Context: an optimization exercise on an open-source flow, tuned for small area, a short achievable clock period and few clock cycles. The choices shown serve that exercise and are no tape-out recipe. Only simulation tests tie the RTL to the original design; equivalence was not proved. Power is estimated from default activity; no workload was simulated.

==> flow/flow/run.sh <==
#!/bin/bash
exec > run_flow.log 2>&1
set -x
export SETUP_SLACK_MARGIN=8.5
export TNS_END_PERCENT=100
export BUFFER_PORTS_ARGS="-buffer_cell sky130_fd_sc_hd__buf_2"
bash standard.sh
==> flow/standard.sh <==
#!/bin/bash
# synth_recipe.tcl (not shown) runs the flow's synth.tcl, then flattens the netlist and writes it again
# the make line also repeats each setting of config.mk as NAME=value (left out here)
make -C /OpenROAD-flow-scripts/flow DESIGN_CONFIG=/design/flow/config.mk WORK_HOME=/design/flow/orfs CLKGATE_MAP_FILE= SYNTH_SCRIPT=/design/flow/synth_recipe.tcl "${@:-finish}"
==> flow/constraint.sdc <==
create_clock -name core_clock -period 13.0 [get_ports {clk}]
set_input_delay 2.6000 -clock core_clock [delete_from_list [all_inputs] [get_ports {clk}]]
set_output_delay 2.6000 -clock core_clock [all_outputs]
set_load 0.01 [all_outputs]
==> flow/design.v <==
module cdc_enc (
    input  wire        clk,
    input  wire        rst,
    input  wire        in_valid,
    output wire        in_ready,
    input  wire [63:0] in_data,
    input  wire        in_last,
    output wire        out_valid,
    input  wire        out_ready,
    output wire [63:0] out_data,
    output wire        out_last
);
    function [6:0] bitlen;
        input [63:0] v;
        integer k;
        begin
            bitlen = 7'd0;
            for (k = 0; k < 64; k = k + 1)
                if (v[k]) bitlen = k[6:0] + 7'd1;
        end
    endfunction
    function [63:0] zz;
        input [63:0] d;
        begin
            zz = {d[62:0], 1'b0} ^ {64{d[63]}};
        end
    endfunction
    function [63:0] sk_sub;
        input [63:0] a, b;
        reg   [63:0] p0, G, P;
        integer i, k;
        begin
            p0 = a ^ ~b;
            G = a & ~b;
            P = p0;
            G[0] = G[0] | p0[0];                 
            for (k = 1; k < 64; k = k * 2)
                for (i = 0; i < 64; i = i + 1)
                    if ((i / k) % 2 == 1) begin
                        G[i] = G[i] | (P[i] & G[(i / k) * k - 1]);
                        P[i] = P[i] & P[(i / k) * k - 1];
                    end
            sk_sub = p0 ^ {G[62:0], 1'b1};
        end
    endfunction
    function sum_eq;
        input [63:0] x, y, z;
        reg   [63:0] p, need, cout;
        begin
            p    = x ^ y;
            need = p ^ z;                        
            cout = (p & ~z) | (~p & x);          
            sum_eq = !need[0] && (cout[62:0] == need[63:1]);
        end
    endfunction
    reg          f_clr, f_p1, f_calc, f_p2;    
    reg  [3:0]   cs;           
    reg          ir;           
    reg          a_v, a_last;
    reg          a_p1;         
    reg          pin;          
    reg  [63:0]  A, B, R;
    reg  [9:0]   ac;           
    reg          ge1, ge2;     
    reg  [9:0]   cnt;          
    reg  [63:0]  mn;
    reg  [63:0]  O;            
    reg          o_v, o_last;
    reg  [135:0] acc;          
    reg  [7:0]   n;            
    reg  [7:0]   fw;           
    reg  [72:0]  F;            
    reg          E;            
    reg  [9:0]   runs_n, runs_d, runs_x;
    reg  [6:0]   w;
    reg  [6:0]   c;            
    reg  [9:0]   ma;           
    reg  [13:0]  p_lo;         
    reg  [12:0]  p_hi;         
    reg  [9:0]   best_q;       
    reg  [6:0]   best_w;
    reg          tn, td, tx;   
    reg          best_rle;
    reg          raw;
    reg          sel_mn;       
    reg          r_sub;        
    reg  [8:0]   L;            
    reg          fp, dr;       
    assign in_ready  = ir;
    assign out_valid = o_v;
    assign out_data  = O;
    assign out_last  = o_last;
    wire in_fire  = in_valid && ir;
    wire out_fire = o_v && out_ready;
    wire o_free   = !o_v || out_ready;
    wire ok_p1 = f_p1 && (ge1 || !o_v);
    wire lt64  = !n[7] && !n[6];
    wire fcons = E && lt64;                  
    wire ffree = !E || lt64;
    wire ok_p2 = f_p2 && !fp && !dr && (ge1 ? ffree : !o_v);
    wire step  = a_v && (ok_p1 || ok_p2);
    wire st_p1 = a_v && ok_p1;
    wire st_p2 = a_v && ok_p2;
    wire fl    = f_p2 && fp && ffree;
    wire st1   = st_p1 && ge1;
    wire [63:0] sub_s = sel_mn ? mn : B;
    wire [63:0] sub   = sk_sub(A, sub_s);
    wire        a_gt  = (A > O);
    wire eq_ab = (A == B);
    wire eq_ar = (A == R);
    wire chk   = f_p2 ? sum_eq(B, R, A) : sum_eq(A, R, {B[62:0], 1'b0});
    wire [63:0] v    = ({64{tn}} & R) | ({64{td}} & zz(R)) | ({64{tx}} & (B ^ R));
    wire        endf = (tn && !eq_ab) || (td && !chk) || (tx && !eq_ar);
    wire        vld  = tn || ge2;
    wire        emit_s = st_p2 && ge1 && vld && (!best_rle || endf);
    wire        emit_f = fl && (tn || (cnt > 10'd1));
    wire        enew   = emit_s || emit_f;
    wire [72:0] f    = best_rle ? {v, L} : {9'd0, v};
    wire [135:0] shf = {63'd0, F} << n[5:0];
    wire [63:0] u_d  = {sub[62:0] ^ sub[63:1], sub[63]};
    wire [127:0] st_or = {A ^ B, u_d};
    wire [7:0]   ne     = n + fw;
    wire         xfer_e = f_p2 && o_free && (ne[7] || ne[6] || (dr && ne != 8'd0));
    wire         xfer_0 = f_p2 && o_free && (n[7] || n[6] || (dr && n != 8'd0));
    wire [7:0]   nn_e   = xfer_e ? ((ne[7] || ne[6]) ? ne - 8'd64 : 8'd0) : ne;
    wire [7:0]   nn_0   = xfer_0 ? ((n[7] || n[6]) ? n - 8'd64 : 8'd0) : n;
    wire         xfer   = fcons ? xfer_e : xfer_0;
    wire [135:0] acc_a  = acc | shf;
    wire [135:0] acc_e  = xfer_e ? {64'd0, acc_a[135:64]} : acc_a;
    wire         shift0 = xfer_0 || f_clr || (f_calc && (cs == 4'd4 || cs == 4'd7));
    wire [135:0] acc_0  = shift0 ? {64'd0, acc[135:64]} :
                          (acc | {8'd0, st1 ? st_or : 128'd0});
    wire [63:0]  o_word = fcons ? acc_a[63:0] : acc[63:0];
    wire [63:0] pe_in = (cs == 4'd1) ? R : acc[63:0];
    wire [6:0]  pe    = bitlen(pe_in);
    reg  [9:0]  ma_n;
    always @* begin
        case (cs)
        4'd1:        ma_n = cnt;
        4'd2:        ma_n = runs_n;
        4'd5:        ma_n = runs_d;
        4'd8:        ma_n = runs_x;
        default:     ma_n = cnt - 10'd1;
        endcase
    end
    wire [16:0] pr      = {3'd0, p_lo} + {p_hi, 4'd0};
    wire [9:0]  q       = (pr + 17'd63) >> 6;
    wire        cmp_now = (cs == 4'd4) || (cs == 4'd6) || (cs == 4'd7) ||
                          (cs == 4'd9) || (cs == 4'd10);
    wire        better  = (q < best_q);
    wire        take    = (cs == 4'd3) || (cmp_now && better);
    wire        c_d     = (cs >= 4'd5) && (cs <= 4'd7);
    wire        c_x     = (cs >= 4'd8);
    wire        cand_rle = (cs == 4'd4) || (cs == 4'd7) || (cs == 4'd10);
    wire [10:0] raw_l  = {1'b0, best_q} + 11'd2;
    wire        is_raw = raw_l >= {1'b0, cnt};
    wire [7:0]  flags = raw ? 8'h01 : {4'd0, best_rle, tx, td, 1'b0};
    wire [63:0] hdr0  = {3'd0, best_q, 3'd0, 8'h00, 1'b0, (raw ? 7'd0 : best_w),
                         6'd0, cnt, flags, 8'hB5};
    reg       p1_n, calc_n, p2_n, clr_n;
    reg       a_v_n, o_v_n, ge1_n, fp_n, dr_n;
    wire [7:0] n_n  = fcons ? nn_e : nn_0;
    wire       lt_n = fcons ? !(nn_e[7] || nn_e[6]) : !(nn_0[7] || nn_0[6]);
    wire       E_n  = (E && !fcons) || enew;
    always @* begin
        clr_n  = f_clr;
        p1_n   = f_p1;
        calc_n = f_calc;
        p2_n   = f_p2;
        a_v_n  = a_v;
        o_v_n  = o_v;
        ge1_n  = ge1;
        fp_n   = fp;
        dr_n   = dr;
        if (step) a_v_n = 1'b0;
        if (in_fire) a_v_n = 1'b1;
        if (out_fire) o_v_n = 1'b0;
        if (xfer) o_v_n = 1'b1;
        if (f_clr && cs == 4'd2) begin
            clr_n = 1'b0;
            p1_n  = 1'b1;
        end
        if (st_p1) begin
            ge1_n = !a_last;
            if (!ge1) o_v_n = 1'b0;
            if (a_last) begin
                p1_n   = 1'b0;
                calc_n = 1'b1;
            end
        end
        if (f_calc && cs == 4'd12) begin
            calc_n = 1'b0;
            p2_n   = 1'b1;
            o_v_n  = 1'b1;
        end
        if (st_p2) begin
            ge1_n = 1'b1;
            if (!ge1) o_v_n = 1'b1;
            if (a_last) fp_n = 1'b1;
        end
        if (fl) begin
            fp_n  = 1'b0;
            dr_n  = 1'b1;
            ge1_n = 1'b0;
        end
        if (dr && best_q == 10'd0 && !E) begin
            dr_n = 1'b0;
            p2_n = 1'b0;
            p1_n = 1'b1;
        end
    end
    wire ok_n = (p1_n && (ge1_n || !o_v_n)) ||
                (p2_n && !fp_n && !dr_n && (ge1_n ? (!E_n || lt_n) : !o_v_n));
    wire last_in = in_last || (ac == 10'd511);
    wire hold_n  = in_fire ? (last_in && !pin) : (a_v && a_last && a_p1 && !step);
    wire ir_n    = (!a_v_n || ok_n) && !hold_n;
    always @(posedge clk) begin
        if (rst) begin
            f_clr  <= 1'b1;
            f_p1   <= 1'b0;
            f_calc <= 1'b0;
            f_p2   <= 1'b0;
            cs     <= 4'd0;
            ir     <= 1'b0;
            a_v    <= 1'b0;
            ac     <= 10'd0;
            pin    <= 1'b0;
            ge1    <= 1'b0;
            ge2    <= 1'b0;
            o_v    <= 1'b0;
            n      <= 8'd0;
            E      <= 1'b0;
            fp     <= 1'b0;
            dr     <= 1'b0;
            sel_mn <= 1'b0;
            r_sub  <= 1'b0;
        end else begin
            f_clr  <= clr_n;
            f_p1   <= p1_n;
            f_calc <= calc_n;
            f_p2   <= p2_n;
            ir     <= ir_n;
            a_v    <= a_v_n;
            o_v    <= o_v_n;
            n      <= n_n;
            E      <= E_n;
            fp     <= fp_n;
            dr     <= dr_n;
            ge1    <= ge1_n;
            sel_mn <= calc_n || (p2_n && tn);
            r_sub  <= p2_n && !tx;
            if (in_fire) begin
                ac <= last_in ? 10'd0 : ac + 10'd1;
                if (last_in) pin <= !pin;
            end
            if (step) ge2 <= ge1 && !(f_p1 && a_last);
            if (fl)   ge2 <= 1'b0;
            if ((f_clr && clr_n) || (f_calc && calc_n))
                cs <= cs + 4'd1;
            else
                cs <= 4'd0;
        end
    end
    always @(posedge clk) begin
        if (in_fire) begin
            A      <= in_data;
            a_last <= last_in;
            a_p1   <= !pin;
        end else if (st_p1 && a_last && ge1 && !a_gt) begin
            A      <= O;
        end
        if (step) begin
            B <= A;
            R <= r_sub ? sub : B;
        end
        if (f_calc && cs == 4'd0) R <= sub;
        acc <= fcons ? acc_e : acc_0;
        if (st_p2 || fl) F <= f;      
        if (xfer) begin
            O      <= o_word;
            o_last <= (best_q == 10'd1);
            best_q <= best_q - 10'd1;
        end else if (st_p2 && !ge1) begin
            O      <= tn ? mn : A;
            o_last <= (best_q == 10'd0);
        end else if (f_calc && cs == 4'd12) begin
            O      <= hdr0;
            o_last <= 1'b0;
        end else if (st_p1 && (!ge1 || a_gt)) begin
            O      <= A;
        end
        if (st_p1) begin
            if (!ge1) begin
                mn     <= A;
                cnt    <= 10'd1;
                runs_n <= 10'd1;
                runs_d <= 10'd0;
                runs_x <= 10'd0;
            end else begin
                if (A < mn) mn <= A;
                cnt <= cnt + 10'd1;
                if (!eq_ab) runs_n <= runs_n + 10'd1;
                if (!ge2) begin
                    runs_d <= 10'd1;
                    runs_x <= 10'd1;
                end else begin
                    if (!chk)   runs_d <= runs_d + 10'd1;
                    if (!eq_ar) runs_x <= runs_x + 10'd1;
                end
            end
        end
        if (f_calc) begin
            if (cs == 4'd1 || cs == 4'd4 || cs == 4'd7) begin
                w <= pe;
                c <= pe;
            end else begin
                c <= w + 7'd9;
            end
            ma <= ma_n;
            p_lo <= ma * c[3:0];
            p_hi <= ma * c[6:4];
            if (take) begin
                best_q   <= q;
                tn       <= !c_d && !c_x;
                td       <= c_d;
                tx       <= c_x;
                best_rle <= cand_rle;
                best_w   <= w;
            end
            if (cs == 4'd11) begin
                raw <= is_raw;
                if (is_raw) begin
                    best_q   <= cnt;
                    tn       <= 1'b1;
                    td       <= 1'b0;
                    tx       <= 1'b0;
                    best_rle <= 1'b0;
                    best_w   <= 7'd64;
                    mn       <= 64'd0;
                end
            end
            if (cs == 4'd12)
                fw <= best_rle ? ({1'b0, best_w} + 8'd9) : {1'b0, best_w};
        end
        if (st_p2 && !ge1) L <= 9'd0;
        else if (st_p2 && vld && best_rle) L <= endf ? 9'd0 : L + 9'd1;
    end
endmodule
==> flow/config.mk <==
export PLATFORM = sky130hd
export DESIGN_NAME = cdc_enc
export DESIGN_NICKNAME = cdc_enc
export VERILOG_FILES = /design/flow/design.v
export SDC_FILE = /design/flow/constraint.sdc
export NUM_CORES = 4
export LEC_CHECK = 0
export CAP_MARGIN = 20
export CORE_MARGIN = 2
export CORE_UTILIZATION = 40
export SLEW_MARGIN = 20
==> impl_metrics.tcl, run 1 <==
set metrics [dict create \
    antenna_found_initial 16 \
    multiInputGateArea_sq_um 35720 \
    core_area_sq_um 139700 \
    place.port_buffers 135 \
    synth_edf_count 450 \
    finalSetupViolCount 0 \
    placed_area_sq_um 58550 \
    synth_area_per_cell_sq_um 8.693 \
    cts-root-buf "clkbuf_16" \
    clock_path_buffers 3 \
    dp.cells 8119 \
    grt-ovfl-total 0 \
    synthDistinctLibCells 103 \
    first_pass_iters 10 \
    fin_crit_sh 0.3535 \
    yosys_warnings 1 \
    cts_hold_buffers 0 \
    ys_seq_area_frac 0.3278 \
    drive_gt1_frac 0.1242 \
    ir_drop_mv 0.1062 \
    outcome "finished clean" \
    htreeDepth 3 \
    finalHoldViolCount 0 \
    slew_violations 0 \
    path_max_fanout 24 \
    fp.dieW_um 379.4 \
    drt_wl_total_um 285100 \
    async_flop_share 0 \
    seq_area_sq_um 18500 \
    die-area_sq_um 143900 \
    fillers 13610 \
    ioPinCount 136 \
    startpoint_type "flip-flop" \
    r2r_setup_slack_ns 8.40 \
    maxClockFrequency_ghz 0.2176 \
    synth_top_family_by_area "compound AO/OA/AOI/OAI gates" \
    slew-limit-headroom 0.05675 \
    antenna_left 0 \
    worst_setup_path_end_kind "flip-flop" \
    syn_nets 6872 \
    cts.reportedPaths.clkPinSlew_ns 0.07 \
    gp_congestion 1.081 \
    synth_xor_area_frac 0.1138 \
    critPathRequiredTime_ns 13.62 \
    placementRows 137 \
    maxCapViolCount 0 \
    die_h_um 379.4 \
    tns_ns 0 \
    critPathKind "reg -> reg" \
    fin_cells 8352 \
    synth_fa_ha_area_frac 0.08040 \
    arrival_ns 5.22 \
    start_util 0.4035 \
    cts_buffers 88 \
    drt_iter0_markers 8869 \
    clkSinkCount 698 \
    num_vias 53480 \
    grt_pass1_vias 48290 \
    period_needed_ns 4.595 \
    syn_inst 6484 \
    muxShareOfSynthArea 0.09184 \
    cts_tree "done" \
    synth_area_sq_um 56360 \
    post_drt_wl_per_cell_um 34.14 \
    synth_compound_area_frac 0.1856 \
    synth_seq_cells 698 \
    dp_hpwl_um 222000 \
    power_per_cell_area_nw_per_um2 148.5 \
    stdcell_area_sq_um 63250 \
    rsz0062_at_grt "true" \
    grt_util_all_layers 0.3848 \
    clk_latency_ns 0.75 \
    syn_to_final_growth_pct 12.22 \
    vias_per_cell 6.403 \
    tightest_slew_ns 1.415 \
    clock_skew_ns 0.04218 \
    synth_flop_cell "edfxtp_1" \
    grt_max_degree 97 \
    synth_simple_gate_area_frac 0.1446 \
    hold_class "reg -> reg" \
    grt_pass1_wl_um 387200 \
    drc 0 \
    p_leak_nw 24.28 \
    fin_nets 6785 \
]
[cells in the final DEF, fill, tap and decap left out, types with 61 or more instances in the layout]
| cell | instances |
|---|---|
| a211oi_1 | 75 |
| a21o_1 | 84 |
| a21oi_1 | 499 |
| a222oi_1 | 67 |
| buf_2 | 141 |
| buf_4 | 157 |
| clkbuf_16 | 94 |
| dfxtp_1 | 241 |
| edfxtp_1 | 450 |
| ha_1 | 286 |
| inv_1 | 295 |
| mux2i_1 | 301 |
| mux4_2 | 65 |
| nand2_1 | 543 |
| nand3_1 | 68 |
| nand4_1 | 61 |
| nor2_1 | 701 |
| nor3_1 | 159 |
| o21ai_0 | 291 |
| o21ai_1 | 90 |
| o22ai_1 | 79 |
| xnor2_1 | 294 |
| xor2_1 | 364 |
[repair_timing]
item,in CTS,in global routing
setup buffers,21,30
pin swaps,5,36
cloned,2,5
endpoints found under the hold margin,0,0
setup endpoints to repair,355,185
gates resized for setup,80,119
[final timing paths]
| kind | start | endpoint | cells after the start |
|---|---|---|---|
| max reg2reg | sel_mn | acc[20] | 15 |
| min | ac[1] | ac[1] | 2 |
| max | sel_mn | acc[20] | 15 |
| min reg2reg | ac[1] | ac[1] | 2 |
[per-layer routing]
metal	vias up	wire [um]	track usage	share of wire
li1	23130	-	-	-
met1	26270	118800	0.5376	0.42
met2	3521	110300	0.5129	0.39
met3	539	38830	0.1397	0.14
met4	18	17060	0.1956	0.060
met5	-	103	0	0.00036
[where the power goes]
part | switching, mW | internal (mW)
sequential | 0.508 | 2.66
clock | 1.13 | 1.57
combinational | 2.35 | 1.17
total | 3.99 | 5.41
[flip-flops by register name (all words and copies together), names as in the netlist, 8 cells and up]
signal	count
mn	64
A	64
ac	10
runs_x	10
p_lo	14
p_hi	12
ma	10
L	9
B	64
cnt	10
F	73
runs_d	10
runs_n	10
best_q	10
acc	136
n	8
fw	8
R	64
O	64
[cell usage after synthesis, types with 55 or more instances]
master,n,share of area
a211oi_1,80,0.011
a21o_1,86,0.011
a21oi_1,524,0.047
a222oi_1,67,0.012
buf_1,59,0.0039
clkbuf_1,402,0.027
dfxtp_1,248,0.088
edfxtp_1,450,0.24
ha_1,287,0.064
inv_1,299,0.020
mux2_2,55,0.011
mux2i_1,309,0.055
mux4_2,65,0.026
nand2_1,550,0.037
nand3_1,70,0.0062
nand4_1,61,0.0068
nor2_1,713,0.047
nor3_1,164,0.015
nor4_1,55,0.0061
o21ai_0,304,0.027
o21ai_1,86,0.0076
o22ai_1,81,0.0090
xnor2_1,319,0.050
xor2_1,377,0.059
[per-stage QoR]
step                setup WS [ns]  utilization  total power, mW  hold slack (ns)
CTS                         8.508       0.4460            9.095           0.4817
detailed placement          7.010       0.4191            6.360           0.4664
global placement            6.994       0.4188            6.339           0.4613
finish                      8.405       0.4528            9.396           0.4872
floorplan                   8.501            -            4.891           0.4514
global route                8.297       0.4527            9.638           0.5120
[cells by family (layout without fill, tap and decap cells)]
kind of cell | Yosys count | in the layout
simple gates | 1837 | 1838
compound gates | 1640 | 1641
buf+inv | 821 | 807
xor+xnor | 710 | 710
flops | 698 | 698
mux | 429 | 429
fa+ha+maj | 349 | 349
other cells | 0 | 4
[worst max-delay path: stages (launching register included)]
cell	delay [ns]
dfxtp_4	0.47
buf_16	0.26
mux2i_2	0.31
ha_1	0.30
a211oi_2	0.28
o21ai_1	0.20
a211oi_2	0.36
buf_4	0.24
o211ai_1	0.19
nand3_1	0.13
nand2_1	0.11
a21oi_1	0.19
xor2_1	0.57
xnor2_1	0.39
a211oi_1	0.33
o22ai_1	0.11
[final cells by class]
type                            instances  share of cell area
Inverter                              313             0.01873
Multi-Input combinational cell       4967              0.5647
Clock buffer                          115             0.03903
Tap cell                             1876             0.03711
Timing Repair inverter                  1          0.00007912
Clock inverter                         50             0.01009
Antenna cell                            4           0.0001582
Sequential cell                       698              0.2925
Timing Repair Buffer                  328             0.03762
Testbench counts, summed over its fixed seeds: cycles 95,120.
==> inputs of run 2 (changes only) <==
==> flow/flow/run.sh (replaced) <==
#!/bin/bash
exec > run_flow.log 2>&1
set -x
export SETUP_SLACK_MARGIN=8.8
export TNS_END_PERCENT=100
export BUFFER_PORTS_ARGS="-buffer_cell sky130_fd_sc_hd__buf_2"
bash standard.sh
==> run 2 against run 1 <==
- still clean
- area after synthesis unchanged
- non-clock buffer count increased by 121
- clock-buffer cell count increased by 4
- sequential power decreased by 2%
- combinational power increased by 4%
- cell count increased by 1.5%
- wire length increased by 2.2%
- sequential share of layout area decreased by 0.96 points
- core utilization increased by 1.5 points
- total power increased by 0.92%
- highest routed layer unchanged
==> impl_metrics.tcl, run 2 <==
set metrics [dict create \
    vias_per_cell 6.386 \
    arrival_ns 4.78 \
    start_util 0.4035 \
    drt_wl_total_um 291400 \
    worst_setup_path_end_kind "flip-flop" \
    period_needed_ns 4.346 \
    hold_path_end "ac[1]" \
    critPathRequiredTime_ns 13.44 \
    yosys.area.top_type "edfxtp_1" \
    clock_skew_ns 0.05265 \
    grt-ovfl-total 0 \
    core_area_sq_um 139700 \
    cts-root-buf "clkbuf_16" \
    gp_congestion 1.065 \
    tns_ns 0 \
    cts_buffers 89 \
    antenna_found_initial 14 \
    largest_reg_flops 136 \
    outcome "finished clean" \
    grt_pass1_vias 49420 \
    cts_hold_buffers 0 \
    reg2reg_to "tn" \
    post_drt_wl_per_cell_um 34.36 \
    hold_depth 2 \
    worstHoldStart "ac[1]" \
    synth_area_sq_um 56360 \
    reg2reg_depth 19 \
    ys_seq_area_frac 0.3278 \
    die_h_um 379.4 \
    startpoint_type "flip-flop" \
    synth.area.top_cells "edfxtp_1 (24%), dfxtp_1 (8.8%), ha_1 (6.4%)" \
    grt_max_degree 94 \
    antenna_left 0 \
    path_max_fanout 8 \
    clkSinkCount 698 \
    largestRegisters "acc x136, F x73" \
    synth_area_per_cell_sq_um 8.693 \
    tightest_slew_ns 1.315 \
    yosys_warnings 1 \
    power_per_cell_area_nw_per_um2 145.0 \
    final_cell_mix "nor2_1 (695), nand2_1 (538), a21oi_1 (480), edfxtp_1 (450), xor2_1 (345)" \
    dp_hpwl_um 224800 \
    synth_edf_count 450 \
    syn_nets 6872 \
    slew_violations 0 \
    grt_pass1_wl_um 396500 \
    placementRows 137 \
    fin_nets 6910 \
    ys_top_cells_by_count "nor2_1 (713), nand2_1 (550), a21oi_1 (524), edfxtp_1 (450), clkbuf_1 (402)" \
    synth.most_common_cell "nor2_1" \
    regMostFlops "acc" \
    place.port_buffers 135 \
    clk_latency_ns 0.74 \
    grt_util_all_layers 0.3940 \
    drt_iter0_markers 8199 \
    maxClockFrequency_ghz 0.2301 \
    drc 0 \
    ir_drop_mv 0.1166 \
    rsz0062_at_grt "true" \
    clock_path_buffers 3 \
    synthDistinctLibCells 103 \
    fin_cells 8480 \
    maxCapViolCount 0 \
    cts_tree "done" \
    num_vias 54150 \
    syn_to_final_growth_pct 16.02 \
    ioPinCount 136 \
    hold_class "reg -> reg" \
    finalSetupViolCount 0 \
    finalHoldViolCount 0 \
    fillers 13470 \
    slew-limit-headroom 0.1235 \
    fin_crit_sh 0.3343 \
    reg2reg_from "p_lo[1]" \
    htreeDepth 3 \
    final_common_cell "nor2_1" \
    drive_gt1_frac 0.1650 \
    fp.dieW_um 379.4 \
    die-area_sq_um 143900 \
    critPathKind "reg -> reg" \
    dp.cells 8120 \
    syn_inst 6484 \
    r2r_setup_slack_ns 8.65 \
    synth_flop_cell "edfxtp_1" \
    cts.reportedPaths.clkPinSlew_ns 0.06 \
    p_leak_nw 25.17 \
    total_power_mw 9.482 \
    synth_seq_cells 698 \
    first_pass_iters 10 \
    netlist.area_leader.share 0.2397 \
    async_flop_share 0 \
]
==> run 2: cell types whose count changed in the layout (fill, tap and decap cells not counted), sizes merged, moves of 2 or more <==
| cell | before | now |
|---|---|---|
| a21o | 87 | 90 |
| buf | 319 | 446 |
| clkinv | 28 | 30 |
| clkinvlp | 9 | 7 |
| inv | 316 | 318 |
| bufinv | 11 | 8 |
==> run 2: worst max-delay path, stage by stage, from the launching register on <==
cell,delay [ns]
edfxtp_1,0.38
ha_1,0.29
and3b_1,0.19
o21ai_2,0.20
a21oi_4,0.10
o21ai_4,0.21
a2111oi_4,0.10
buf_4,0.18
o31ai_4,0.18
nand2b_1,0.13
o31a_1,0.29
xor2_2,0.19
ha_1,0.27
and4_4,0.17
a221oi_2,0.26
nand2_1,0.13
nor3_4,0.24
a21o_4,0.28
mux2i_1,0.21
nand2_1,0.07
==> run 2: cells by family (layout without fill, tap and decap cells) <==
| logic type | Yosys count | count (layout) | share of synthesized area |
|---|---|---|---|
| compound gates | 1640 | 1645 | 0.1856 |
| fa+ha+maj | 349 | 349 | 0.08040 |
| buf+inv | 821 | 931 | 0.05587 |
| simple gates | 1837 | 1837 | 0.1446 |
| xor+xnor | 710 | 710 | 0.1138 |
| flops | 698 | 698 | 0.3278 |
| other cells | 0 | 5 | 0 |
| mux | 429 | 429 | 0.09184 |
==> run 2: how the worst max path moves through the flow <==
| stage | start | end | slack [ns] |
|---|---|---|---|
| 3_3_place_gp | out_ready | O[15] | 7.52 |
| 5_1_grt | p_lo[2] | best_w[5] | 8.43 |
| 2_1_floorplan | out_ready | acc[100] | 8.78 |
| 6_report | p_lo[1] | tn | 8.65 |
| 3_5_place_dp | out_ready | O[15] | 7.48 |
| 4_1_cts | p_lo[5] | tn | 8.61 |
==> run 2: area by class of cell <==
class	count	area, sq um	share of cell area
diodes	5	12.51	0.0001913
clock buffers	119	2534	0.03875
clock inverters	49	576.8	0.008821
inverters	313	1185	0.01812
multi-input cells	4970	36740	0.5618
flip-flops and latches	698	18500	0.2829
well taps	1876	2347	0.03590
repair buffers	449	3493	0.05342
repair inverters	1	5.005	0.00007654
==> run 2: stage by stage <==
step	util	setup WS, ns	cell area, sq um	hold slack [ns]
final	0.4681	8.654	65390	0.4820
after CTS	0.4550	8.609	63570	0.4832
after detailed placement	0.4197	7.480	58630	0.4747
after global placement	0.4195	7.516	58600	0.4656
after global routing	0.4680	8.429	65380	0.5049
after floorplan	-	8.776	56460	0.4514
==> run 2: power by group <==
part	switching, mW	internal [mW]	leakage, nW
sequential	0.452	2.66	6.11
combinational	2.42	1.25	17.5
clock	1.15	1.55	1.53
total	4.02	5.46	25.2
==> run 2: layer usage <==
| metal | up-vias | global-route usage | routed length, um |
|---|---|---|---|
| li1 | 23430 | - | - |
| met1 | 26710 | 0.5536 | 122300 |
| met2 | 3472 | 0.5226 | 111700 |
| met3 | 531 | 0.1368 | 38590 |
| met4 | 14 | 0.2078 | 18540 |
| met5 | - | 0 | 282 |
==> run 2: repair_timing <==
action / CTS / global route
setup endpoints to repair: 401 / 307
gates resized for setup: 221 / 178
buffers inserted: 85 / 92
pin swaps: 59 / 66
cloned: 6 / 2
==> inputs of run 3 (changes only) <==
--- a/flow/design.v
+++ b/flow/design.v
@@ -148,5 +148,6 @@
     wire        cmp_now = (cs == 4'd4) || (cs == 4'd6) || (cs == 4'd7) ||
                           (cs == 4'd9) || (cs == 4'd10);
-    wire        better  = (q < best_q);
+    wire [9:0]  bq_m1   = best_q - 10'd1;
+    wire        better  = (best_q != 10'd0) && (pr <= {1'b0, bq_m1, 6'd0});    
     wire        take    = (cs == 4'd3) || (cmp_now && better);
     wire        c_d     = (cs >= 4'd5) && (cs <= 4'd7);
==> flow/flow/run.sh (replaced) <==
#!/bin/bash
exec > run_flow.log 2>&1
set -x
export SETUP_SLACK_MARGIN=8.5
export TNS_END_PERCENT=100
export BUFFER_PORTS_ARGS="-buffer_cell sky130_fd_sc_hd__buf_2"
bash standard.sh
==> run 3 against run 2 <==
- the layout now fails its checks (max-capacitance violations, max-slew violations)
- die area increased by 1.2%
- critical path depth decreased by 9
- worst setup slack got worse by 0.25 ns
- area after synthesis increased by 1.2%
- synthesized cell count increased by 2.5%
- global-route usage decreased by 3.1 points
==> impl_metrics.tcl, run 3 <==
set metrics [dict create \
    async_flop_share 0 \
    maxCapViolCount 1 \
    critPathKind "in -> reg" \
    ys_seq_area_frac 0.3246 \
    path_max_fanout 12 \
    synth.most_common_cell "nor2_1" \
    arrival_ns 5.00 \
    grt_util_all_layers 0.3634 \
    core_area_sq_um 141600 \
    reg2reg_from "O[9]" \
    worst_slack_ns 8.408 \
    gp_congestion 1.097 \
    ys_top_cells_by_count "nor2_1 (606), nand2_1 (576), a21oi_1 (557), o21ai_0 (496), clkbuf_1 (460)" \
    worst_setup_path_end_kind "flip-flop" \
    die_h_um 381.6 \
    synth_area_sq_um 57020 \
    grt-ovfl-total 0 \
    vias_per_cell 6.431 \
    cts.reportedPaths.clkPinSlew_ns 0.06 \
    grt_pass1_vias 49350 \
    top_layer "met5" \
    p_leak_nw 24.20 \
    worstHoldStart "pin" \
    slew-limit-headroom -0.07289 \
    clk_latency_ns 0.74 \
    placed_area_sq_um 59170 \
    regMostFlops "acc" \
    largest_reg_flops 136 \
    synth_flop_cell "edfxtp_1" \
    start_util 0.4027 \
    final_cell_mix "nor2_1 (598), nand2_1 (567), a21oi_1 (543), o21ai_0 (484), edfxtp_1 (451)" \
    grt_pass1_wl_um 380400 \
    clock_skew_ns 0.04325 \
    drt_iter0_markers 8082 \
    syn_inst 6644 \
    critical_path.slowest_cell "or2_2" \
    drc 0 \
    cts_tree "done" \
    netlist.area_leader.share 0.2375 \
    met1_length_um 111100 \
    fin_nets 6887 \
    power_per_cell_area_nw_per_um2 140.1 \
    num_vias 54550 \
    fp.dieW_um 381.6 \
    period_needed_ns 4.592 \
    ir_drop_mv 0.1245 \
    startpoint_type "primary input" \
    ioPinCount 136 \
    dp_hpwl_um 208600 \
    yosys_warnings 1 \
    synthDistinctLibCells 94 \
    htreeDepth 3 \
    antenna_found_initial 20 \
    fin_crit_sh 0.3532 \
    slew_violations 4 \
    syn_nets 7023 \
    crit_chain "buf_2 -> nand2b_2 -> nand2_4 -> a21oi_4 -> or2_2 -> nand3_4 -> nand3_4 -> buf_4 -> o21ai_0 -> o21ai_0" \
    synth_edf_count 451 \
    grt_max_degree 85 \
    antenna_left 0 \
    cts-root-buf "clkbuf_16" \
    holdWs_ns 0.4945 \
    stdcell_area_sq_um 63960 \
    first_pass_iters 10 \
    r2r_setup_slack_ns 8.44 \
    syn_to_final_growth_pct 12.16 \
    tightest_slew_ns 1.595 \
    tns_ns 0 \
    failed_checks "max-capacitance violations, max-slew violations" \
    finalHoldViolCount 0 \
    clkSinkCount 699 \
    cts_buffers 90 \
    maxClockFrequency_ghz 0.2178 \
    post_drt_wl_per_cell_um 32.64 \
    die-area_sq_um 145600 \
    placementRows 138 \
    critPathRequiredTime_ns 13.40 \
    clock_path_buffers 3 \
    outcome "complete, but fails checks" \
    total_power_mw 8.963 \
    largestRegisters "acc x136, F x73" \
    synth_area_per_cell_sq_um 8.582 \
    reg2reg_depth 15 \
    drive_gt1_frac 0.1213 \
    yosys.area.top_type "edfxtp_1" \
    reg2reg_to "O[0]" \
    hold_path_end "a_p1" \
    dr_wl_met2_um 113000 \
    place.port_buffers 135 \
    synth.area.top_cells "edfxtp_1 (24%), dfxtp_1 (8.7%), xor2_1 (6.1%)" \
    rsz0062_at_grt "true" \
    slowest_delay_ns 0.37 \
    synth_seq_cells 699 \
    dr_wl_met3_um 31080 \
    drt_wl_total_um 276900 \
    hold_depth 1 \
    final_common_cell "nor2_1" \
    place_ws_ns 6.419 \
    finalSetupViolCount 0 \
    hold_class "reg -> reg" \
]
==> run 3: where the power goes <==
part / switching (mW) / total [mW] / internal [mW]
Clock: 1.16 / 2.74 / 1.58
Sequential: 0.413 / 3.04 / 2.63
Combinational: 2.10 / 3.18 / 1.07
==> run 3: through the flow <==
| stage | utilization | cells |
|---|---|---|
| after global placement | 0.4174 | 8231 |
| after CTS | 0.4457 | 8433 |
| final | 0.4517 | 8483 |
| after global routing | 0.4516 | 8476 |
| after detailed placement | 0.4179 | 8237 |
| after floorplan | - | 6644 |
==> run 3: critical path, delay by kind of cell <==
family | cells | cell delay (ns)
and+or+nand+nor | 5 | 1.40
buffers and inverters | 2 | 0.39
AOI/OAI and AO/OA | 3 | 0.57
==> run 3: what timing repair did <==
| item | CTS | global route |
|---|---|---|
| pin swaps | 14 | 34 |
| gates resized for setup | 88 | 87 |
| buffers inserted | 23 | 31 |
| gates cloned | 4 | 8 |
| setup endpoints to repair | 434 | 326 |
| hold buffers | 0 | 0 |
==> run 3: layout make-up <==
type / count / area [sq um]
Tap cell: 1890 / 2365
Clock inverter: 53 / 620.6
Fill cell: 13900 / 77630
Timing Repair Buffer: 319 / 2412
Sequential cell: 699 / 18530
Clock buffer: 116 / 2562
Antenna cell: 8 / 20.02
Multi-Input combinational cell: 5094 / 36290
Inverter: 304 / 1149
==> run 3: kinds of logic after synthesis <==
logic type | synth area share
fa+ha+maj | 0.07763
flops | 0.3246
simple gates | 0.1504
mux | 0.08139
buf+inv | 0.05685
xor+xnor | 0.1152
compound gates | 0.1939
==> run 3: metal layers <==
layer	up-vias	GRT usage
met5	-	0
met4	12	0.2288
met3	692	0.08691
met2	3300	0.5219
met1	26840	0.4890
li1	23700	-
==> run 3: worst max-delay path by stage <==
stage / startpoint / endpoint / slack, ns / depth (start not counted)
2_1_floorplan: out_ready / O[0] / 8.50 / 8
3_3_place_gp: A[9] / A[61] / 5.94 / 13
3_5_place_dp: A[9] / A[63] / 6.42 / 13
4_1_cts: n[1] / O[30] / 8.46 / 13
5_1_grt: sel_mn / acc[31] / 8.35 / 15
6_report: out_ready / O[25] / 8.41 / 10
Testbench counts of run 3, summed over its fixed seeds: cycles 95,120.
==> inputs of run 4 (changes only) <==
==> flow/flow/run.sh (replaced) <==
#!/bin/bash
exec > run_flow.log 2>&1
set -x
export SETUP_SLACK_MARGIN=9.0
export TNS_END_PERCENT=100
export BUFFER_PORTS_ARGS="-buffer_cell sky130_fd_sc_hd__buf_2"
bash standard.sh
==> run 4 against run 3 <==
- the run now finishes clean
- sequential share of layout area down 2.3 points
- sequential power about the same
- clock power down 2%
- wire length up 4.9%
- synthesized cell count stayed put
- via count is 4.3% higher
- worst setup slack better by 0.20 ns
- sequential cell count unchanged
- first-iteration DRC count up 4.6%
- die area is the same
- fmax grew 4.6%
- non-clock buffer count is 291 higher
- critical path type is now reg -> reg
- critical endpoint is now O[40]
- largest cell class unchanged
==> impl_metrics.tcl, run 4 <==
set metrics [dict create \
    grt-ovfl-total 0 \
    yosys_warnings 1 \
    synth_edf_count 451 \
    hold_class "reg -> reg" \
    ir_drop_mv 0.1045 \
    synth_seq_cells 699 \
    ys_top_cells_by_count "nor2_1 (606), nand2_1 (576), a21oi_1 (557), o21ai_0 (496), clkbuf_1 (460)" \
    power.switching_fraction 0.4109 \
    die_h_um 381.6 \
    finalHoldViolCount 0 \
    vias_per_cell 6.486 \
    cts-root-buf "clkbuf_16" \
    maxClockFrequency_ghz 0.2279 \
    slew-limit-headroom 0.06023 \
    maxCapViolCount 0 \
    drive_gt1_frac 0.1977 \
    tns_ns 0 \
    top_layer "met5" \
    startpoint_type "flip-flop" \
    cts_hold_buffers 0 \
    slew_violations 0 \
    drt_iter0_markers 8452 \
    critPathRequiredTime_ns 13.50 \
    crit_chain "inv_2 -> ha_4 -> a21o_1 -> a21o_1 -> a21o_1 -> a21o_1 -> a21o_1 -> a21o_1 -> a221oi_4 -> o211ai_1 -> o31ai_4 -> buf_12 -> buf_6 -> nand2_8 -> a31o_4 -> buf_12 -> clkbuf_16" \
    seqPwrFrac 0.319 \
    grt_util_all_layers 0.3751 \
    async_flop_share 0 \
    syn_inst 6644 \
    synth.area.top_cells "edfxtp_1 (24%), dfxtp_1 (8.7%), xor2_1 (6.1%)" \
    grt_pass1_vias 50910 \
    clkSinkCount 699 \
    tightest_slew_ns 1.370 \
    power_per_cell_area_nw_per_um2 136.3 \
    dp_hpwl_um 207100 \
    ys_seq_area_frac 0.3246 \
    fin_util 0.4902 \
    final_cell_mix "nor2_1 (592), nand2_1 (561), a21oi_1 (517), edfxtp_1 (451), o21ai_0 (431)" \
    worst_setup_path_end_kind "flip-flop" \
    grt_max_degree 86 \
    cts.reportedPaths.clkPinSlew_ns 0.06 \
    antenna_found_initial 17 \
    critPathKind "reg -> reg" \
    post_drt_wl_per_cell_um 33.10 \
    period_needed_ns 4.388 \
    clock_skew_ns 0.07311 \
    placementRows 138 \
    share_comb_of_total_power 0.396 \
    drc 0 \
    regMostFlops "acc" \
    synthDistinctLibCells 94 \
    dr_wl_met3_um 35630 \
    arrival_ns 4.89 \
    fillers 13320 \
    cts_buffers 88 \
    clk_latency_ns 0.77 \
    ioPinCount 136 \
    critical_path.slowest_cell "edfxtp_1" \
    largest_reg_flops 136 \
    path_max_fanout 7 \
    dr_wl_met2_um 118600 \
    multiInputGateArea_sq_um 38490 \
    syn_nets 7023 \
    grt_pass1_wl_um 392500 \
    fp.dieW_um 381.6 \
    num_vias 56900 \
    outcome "finished clean" \
    die-area_sq_um 145600 \
    p_sw_mw 3.888 \
    rsz0062_at_grt "true" \
    clock_path_buffers 3 \
    fin_crit_sh 0.3376 \
    place.port_buffers 135 \
    synth_area_per_cell_sq_um 8.582 \
    syn_to_final_growth_pct 21.73 \
    slowest_delay_ns 0.48 \
    yosys.area.top_type "edfxtp_1" \
    cts_tree "done" \
    gp_congestion 1.118 \
    largestRegisters "acc x136, F x73" \
    final_common_cell "nor2_1" \
    p_int_mw 5.574 \
    synth_area_sq_um 57020 \
    clkPwrFrac 0.285 \
    synth.most_common_cell "nor2_1" \
    cpMostUsedCell "a21o_1" \
    first_pass_iters 11 \
    seq_area_sq_um 18540 \
    netlist.area_leader.share 0.2375 \
    synth_flop_cell "edfxtp_1" \
    antenna_left 0 \
    finalSetupViolCount 0 \
    core_area_sq_um 141600 \
    fin_nets 7178 \
    htreeDepth 3 \
    drt_wl_total_um 290400 \
    met1_length_um 110700 \
    p_leak_nw 26.48 \
    start_util 0.4027 \
]
run 4: cell counts after synthesis:
Identical to the previous run, type by type.
run 4: cells by family after synthesis:
family,share of synthesized area
flip-flops,0.3246
AND/OR/NAND/NOR,0.1504
multiplexers,0.08139
adder cells (fa/ha/maj),0.07763
buffers and inverters,0.05685
XOR/XNOR,0.1152
AO/OA/AOI/OAI,0.1939
run 4: repair_timing:
| item | CTS | global route |
|---|---|---|
| gates cloned | 23 | 15 |
| buffers inserted | 173 | 146 |
| setup endpoints to repair | 532 | 443 |
| pin swaps | 103 | 138 |
| gates resized for setup | 366 | 271 |
run 4: layout make-up:
class                   instances  share of cell area
diodes                          9           0.0003245
clock buffers                 121             0.03690
clock inverters                44            0.007336
inverters                     304             0.01657
multi-input cells            5096              0.5545
flip-flops and latches        699              0.2671
well taps                    1890             0.03407
repair buffers                610             0.08321
run 4: final timing paths:
| path | depth (start not counted) | startpoint | endpoint | slack [ns] |
|---|---|---|---|---|
| max | 17 | O[9] | O[40] | 8.61 |
| min | 1 | pin | a_p1 | 0.49 |
| max reg2reg | 17 | O[9] | O[40] | 8.61 |
| min reg2reg | 1 | pin | a_p1 | 0.49 |
run 4: per-stage QoR:
step | hold WS, ns | std cells | cell area [sq um] | total power, mW | setup WS (ns)
finish | 0.4936 | 8773 | 69410 | 9.461 | 8.612
detailed placement | 0.4745 | 8238 | 59410 | 5.963 | 6.803
global route | 0.5022 | 8764 | 69390 | 9.694 | 8.504
global placement | 0.4647 | 8235 | 59380 | 5.930 | 6.462
CTS | 0.4886 | 8599 | 66370 | 8.985 | 8.706
floorplan | 0.4537 | 6644 | 57510 | 4.745 | 8.679
run 4: routing by layer:
layer	vias to the layer above	global-route usage
met5	-	0
met4	12	0.2502
met3	865	0.1068
met2	3770	0.5426
met1	27950	0.4854
li1	24310	-
run 4: power by group through the flow:
| stage | combinational (mW) | sequential, mW | clock [mW] |
|---|---|---|---|
| floorplan | 1.91 | 2.84 | 0 |
| global placement | 2.86 | 3.07 | 0 |
| detailed placement | 2.89 | 3.07 | 0 |
| CTS | 3.28 | 3.01 | 2.69 |
| global route | 3.88 | 3.04 | 2.77 |
| finish | 3.75 | 3.02 | 2.69 |
run 4: critical path, delay by kind of cell (launching register included):
| kind | cells | cell delay (ns) |
|---|---|---|
| AO/OA/AOI/OAI | 10 | 2.62 |
| buffers and inverters | 5 | 0.78 |
| flip-flops | 1 | 0.48 |
| adder cells (fa/ha/maj) | 1 | 0.20 |
| AND/OR/NAND/NOR | 1 | 0.05 |

==> static timing again, ports no longer ideal <==
How much do the figures lean on ideal ports? The routed layouts below were timed once more, with nothing changed but the port constraints.
Step 1 (the two cells are an assumption about what drives the block):
set clk [get_ports {clk}]
set_driving_cell -lib_cell sky130_fd_sc_hd__clkbuf_16 $clk
set_driving_cell -lib_cell sky130_fd_sc_hd__buf_2 [delete_from_list [all_inputs] $clk]
Step 2, shift: input delay + t, output delay - t, t = (earliest + latest rising clock arrival at the registers) / 2. This alone moves slack from input paths to output paths.
a / b / c = ideal ports / drivers / drivers and shift; a / b = the first two.
run | t, ns | slack for setup (ns) | worst data-port slew with drivers (ns)
run 1 | 0.824 | 8.405 / 8.405 / 7.809 | 0.06
run 2 | 0.800 | 8.654 / 8.654 / 8.071 | 0.05
run 3 | 0.802 | 8.408 / 8.445 / 7.667 | 0.09
run 4 | 0.826 | 8.612 / 8.612 / 8.160 | 0.07
For run 3, which loses most, drivers alone change the setup slack by +0.037 ns; drivers and shift together by -0.741 ns.
